Context: an optimization exercise on an open-source flow, tuned for small area. The choices shown serve that exercise and are no tape-out recipe. In this exercise RTL edits were held to simulation tests only and were not proved equivalent to the original.

==> flow/design.v (outline; a module is shown in full before it is edited, if it fits) <==
// module dpll_loop_filter: 2039 lines
// module lf_fa: 4 lines
// module lf_ha: 4 lines
module dpll_loop_filter (
    input  wire               clk,
    input  wire               rst,
    input  wire               start,
    input  wire               preset,
    input  wire signed [31:0] e_loop,
    input  wire               frozen,
    input  wire        [4:0]  bw_code,
    input  wire        [2:0]  damp,
    input  wire               type3,
    input  wire        [9:0]  lim_ppm,
    input  wire signed [47:0] preset_fcw,
    output reg                done,
    output wire signed [47:0] fcw,
    output reg                clamp
);
  // ...
==> flow/flow/run.sh <==
#!/bin/bash
# Own flow: the standard layout (standard.sh), with every input and output
# port buffered by sky130_fd_sc_hd__buf_1 instead of the delay buffer
# clkdlybuf4s50_1 that buffer_ports picks by default, and clock tree synthesis
# without dummy loads.  The tool output goes to log_standard.txt in this folder.
set -euo pipefail
export BUFFER_PORTS_ARGS="-buffer_cell sky130_fd_sc_hd__buf_1"
export CTS_ARGS="-sink_clustering_enable -repair_clock_nets -sink_clustering_size 12 -sink_clustering_max_diameter 80 -buf_list sky130_fd_sc_hd__clkbuf_8 -dont_use_dummy_load"
bash standard.sh > log_standard.txt 2>&1
==> flow/standard.sh <==
#!/bin/bash
# synth_recipe.tcl (not shown) runs the flow's synth.tcl, then flattens the netlist and writes it again
# the make line also repeats each setting of config.mk as NAME=value (left out here)
make -C /OpenROAD-flow-scripts/flow DESIGN_CONFIG=/design/flow/config.mk WORK_HOME=/design/flow/orfs CLKGATE_MAP_FILE= SYNTH_SCRIPT=/design/flow/synth_recipe.tcl "${@:-finish}"
==> flow/config.mk <==
export PLATFORM = sky130hd
export DESIGN_NAME = dpll_loop_filter
export DESIGN_NICKNAME = dpll_loop_filter
export VERILOG_FILES = /design/flow/design.v
export SDC_FILE = /design/flow/constraint.sdc
export NUM_CORES = 4
export LEC_CHECK = 0
export ABC_AREA = 1
export CAP_MARGIN = 20
export CORE_MARGIN = 2
export CORE_UTILIZATION = 40
export CTS_BUF_LIST = sky130_fd_sc_hd__clkbuf_8
export CTS_CLUSTER_DIAMETER = 80
export CTS_CLUSTER_SIZE = 12
export PLACE_DENSITY = 0.75
export SLEW_MARGIN = 20
export SYNTH_HIERARCHICAL = 1
export SYNTH_MEMORY_MAX_BITS = 131072
export SYNTH_MINIMUM_KEEP_SIZE = 0
==> flow/constraint.sdc <==
create_clock -name core_clock -period 40.0 [get_ports {clk}]
set_input_delay 8.0000 -clock core_clock [delete_from_list [all_inputs] [get_ports {clk}]]
set_output_delay 8.0000 -clock core_clock [all_outputs]
set_load 0.01 [all_outputs]
==> flow_metrics.tcl, run 1 <==
set metrics [dict create \
    hold_viol_final 0 \
    dieHeight_um 321 \
    synth_ff_type "dfxtp_1" \
    post-cts-setup-buffers 0 \
    placed_area_um2 41600 \
    rsz0062_at_grt "no" \
    grt_max_degree 96 \
    met1_usage_pct 41.9 \
    fin_ws_ns 4.15 \
    period_share_pct 89.6 \
    slew_headroom_pct 25.9 \
    grtUsageMet2_pct 51.7 \
    setup_violations 0 \
    ys_types 80 \
    cp-start-kind "primary input" \
    slowest_delay_ns 0.98 \
    wl_per_cell_um 24.4 \
    avgSynthCellArea_um2 6.82 \
    clk-insertion-delay-late_ns 0.62 \
    crit_family "adder cells" \
    worst_pin_slew_ns 1.11 \
    cts_resized 0 \
    outcome "complete, no violations" \
    hpwl_um 132000 \
    final_util_pct 42.0 \
    critPathKind "primary input to flip-flop" \
    first_pass_iters 9 \
    worst-path-buf-inv 18 \
    top_usage_layer "met2" \
    buffer_area_share_pct 3.07 \
    hp-class "flip-flop to flip-flop" \
    top_layer "met5" \
    synth_top_area_share_pct 20.5 \
    clock.fmax_mhz 27.9 \
    r2r_cells 121 \
    grt.overflow.total 0 \
    grt_pass1_vias 41300 \
    synth-edff-count 9 \
]
==> inputs of run 2 (changes only) <==
--- a/flow/config.mk
+++ b/flow/config.mk
@@ -13,5 +13,4 @@
 export CTS_CLUSTER_DIAMETER = 80
 export CTS_CLUSTER_SIZE = 12
-export PLACE_DENSITY = 0.75
 export SLEW_MARGIN = 20
 export SYNTH_HIERARCHICAL = 1
==> run 2 against run 1 <==
First-iteration DRC count decreased by 21%. Sequential share of layout area about the same. Final cell count is essentially flat. Maximum frequency increased by 2.8%. Synthesized cell count did not move. Global-route usage grew 1.0 points. Non-clock buffer count unchanged. Still clean. Flip-flop and latch count unchanged. Critical path depth down 10. Via count is 1.9% lower.
==> flow_metrics.tcl, run 2 <==
set metrics [dict create \
    final_common_cell "nand2_1" \
    grt.overflow.total 0 \
    setup_tns_ns 0 \
    hold_viol_final 0 \
    gp_congestion 1.02 \
    synthTopCellsByArea "fa_1 21%, nand2_1 13%, dfxtp_1 11%" \
    viasPerCell 5.98 \
    r2r_cells 114 \
    min_from "i1[13]" \
    final_util_pct 42.0 \
    syn_inst 5898 \
    setup_violations 0 \
    critPathKind "primary input to flip-flop" \
    rr_endpoint "i2[58]" \
    drv_slew 0 \
    fin_ws_ns 5.15 \
    cap_violations 0 \
    nets 6475 \
    critPathSlowestCell "inv_1" \
    synth_ff_type "dfxtp_1" \
    placed_area_um2 41600 \
    fillers 10900 \
    route.detailed.drc 0 \
    grt_use_total_pct 33.6 \
    synth_top_area_share_pct 20.5 \
    wl_per_cell_um 24.9 \
    hold_path_depth 2 \
    largest_reg_flops 96 \
    port_buffers 153 \
    post-cts-setup-buffers 0 \
    clockRootBuffer "clkbuf_8" \
    wirelength_um 177000 \
    synthAdderAreaFrac_pct 26.1 \
    cp_common_cell "fa_1" \
    slew_headroom_pct 23.1 \
    yosys.area_share.simple_pct 23.0 \
    avgSynthCellArea_um2 6.82 \
    path_clk_slew_ns 0.08 \
    r2r_start "p2" \
    first_pass_iters 8 \
    ys_types 80 \
    synthMuxAreaShare_pct 0.448 \
    numCtsBuffers 26 \
    finalClockSkew_ns 0.117 \
    layout_common_cells "1359 x nand2_1, 669 x inv_1, 524 x o21ai_0" \
    antenna_found_initial 5 \
    num_rows 116 \
    outcome "complete, no violations" \
    seq_area_um2 4780 \
    finalNonFillerCells 7081 \
    cts.sinks 234 \
    drt_iter0_drc 5015 \
    clock.fmax_mhz 28.7 \
    yosys.cell_count.top_type "nand2_1" \
    start_util_pct 40.3 \
    multi_input_area_um2 31200 \
    ant_nets 0 \
    synth-edff-count 9 \
    core_area_um2 99900 \
    worst_pin_slew_ns 1.14 \
    holdPathEnd "i1[13]" \
    holdWs_ns 0.467 \
    cp_max_fo 82 \
    grt_max_degree 84 \
    pre_cts_ws_ns 4.66 \
    synth_top_family_by_area "adder cells" \
    rsz0062_at_grt "no" \
    end_kind "flip-flop" \
    routed-via-count 42400 \
    dp_cells 7051 \
    fin_crit_ns 34.85 \
    rrSetupSlack_ns 12.15 \
    ys_warn_count 7 \
    synth-compound-area-share_pct 21.0 \
    layout-drive-gt1-share_pct 4.46 \
    postCtsHoldBufs 0 \
    grt_pass1_vias 41100 \
    synth_xor_area_share_pct 6.66 \
    netlist_area_um2 40200 \
    slowest_delay_ns 0.89 \
    clock_path_buffers 3 \
    clk-insertion-delay-late_ns 0.67 \
    hpwl_um 136000 \
    htreeDepth 1 \
    io_pins 154 \
    synth_commonest_cells "1361 x nand2_1, 672 x inv_1, 525 x o21ai_0" \
    synthArstFlopShare_pct 0 \
    synthToLayoutAreaGrowth_pct 4.19 \
    yosysTopAreaCell "fa_1" \
    die_x_um 321 \
    die_area_um2 103000 \
    crit_arrival_ns 35.32 \
    period_share_pct 87.1 \
    cp-start-kind "primary input" \
    final_cell_area_um2 41900 \
    cp.required_ns 40.47 \
    cts_resized 0 \
    syn-num-nets 6592 \
    hp-class "flip-flop to flip-flop" \
    synth_seq_area_share_pct 11.9 \
    cts_tree "built" \
    top_regs "i2 x96, i1 x82, fcw_r x40" \
    largest-register "i2" \
    ys_seq_elements 234 \
    dieHeight_um 321 \
    grt_pass1_wl_um 265000 \
]
-- run 2: how the worst max path moves through the flow --
stage / from / endpoint / cells past startpoint
after floorplan: e_loop[12] / i2[21] / 101
after global placement: bw_code[0] / i2[50] / 114
after detailed placement: bw_code[0] / i2[50] / 114
after CTS: bw_code[0] / i2[50] / 114
after global routing: bw_code[0] / i2[54] / 115
final: bw_code[0] / i2[58] / 115
-- run 2: per-module statistics from Yosys, one instance, submodules excluded --
module | copies in the design | cell area [um2] | flops+latches
dpll_loop_filter | 1 | 30900 | 234
lf_fa | 412 | 20.0 | 0
lf_ha | 87 | 12.5 | 0
-- run 2: layout make-up --
type / instances / area share [%]
Multi-Input combinational cell: 4558 / 74.4
Sequential cell: 234 / 11.4
Inverter: 714 / 6.40
Tap cell: 1298 / 3.87
Timing Repair Buffer: 247 / 3.07
Clock buffer: 26 / 0.854
Antenna cell: 4 / 0.0239
-- run 2: kinds of logic (layout without fill, tap and decap cells) --
logic type,count (synthesis),after routing
multiplexers,18,18
adder cells (fa/ha/maj),590,590
other,0,4
AND/OR/NAND/NOR,2211,2211
AO/OA/AOI/OAI,1434,1434
XOR/XNOR,305,305
buffers and inverters,1106,987
flip-flops,234,234
-- run 2: critical path, delay by kind of cell --
kind | cells | cell delay [ns]
and+or+nand+nor | 49 | 6.89
adders and majority gates | 31 | 11.82
AOI/OAI and AO/OA | 17 | 4.04
xor gates and xnor gates | 4 | 1.13
buffers and inverters | 14 | 3.33
-- run 2: layer usage --
layer,up-vias,global-route usage (%),share of wire (%)
li1,19300,-,-
met1,20400,44.1,41
met2,2219,54.0,45
met3,504,5.36,8.5
met4,2,15.5,5.8
met5,-,0,0.0068

[re-timing with driven ports]
How much do the figures lean on ideal ports? The routed layouts below were timed once more, with nothing changed but the port constraints. Step 1 (the two cells are an assumption about what drives the block):
set clk [get_ports {clk}]
set_driving_cell -lib_cell sky130_fd_sc_hd__clkbuf_16 $clk
set_driving_cell -lib_cell sky130_fd_sc_hd__buf_2 [delete_from_list [all_inputs] $clk]
Step 2, shift: input delay + t, output delay - t, t = (earliest + latest rising clock arrival at the registers) / 2. This alone moves slack from input paths to output paths. a / b / c = ideal ports / drivers / drivers and shift; a / b = the first two.
| run | t, ns | setup slack, ns | worst register clock-pin slew, ns |
|---|---|---|---|
| run 1 | 0.652 | 4.153 / 4.186 / 3.534 | 0.11 / 0.11 |
| run 2 | 0.665 | 5.145 / 5.183 / 4.517 | 0.10 / 0.10 |
After both steps every run listed still meets setup and hold. The setup slack of run 2, which loses most, moves by +0.038 ns with the drivers and by -0.628 ns with both steps.
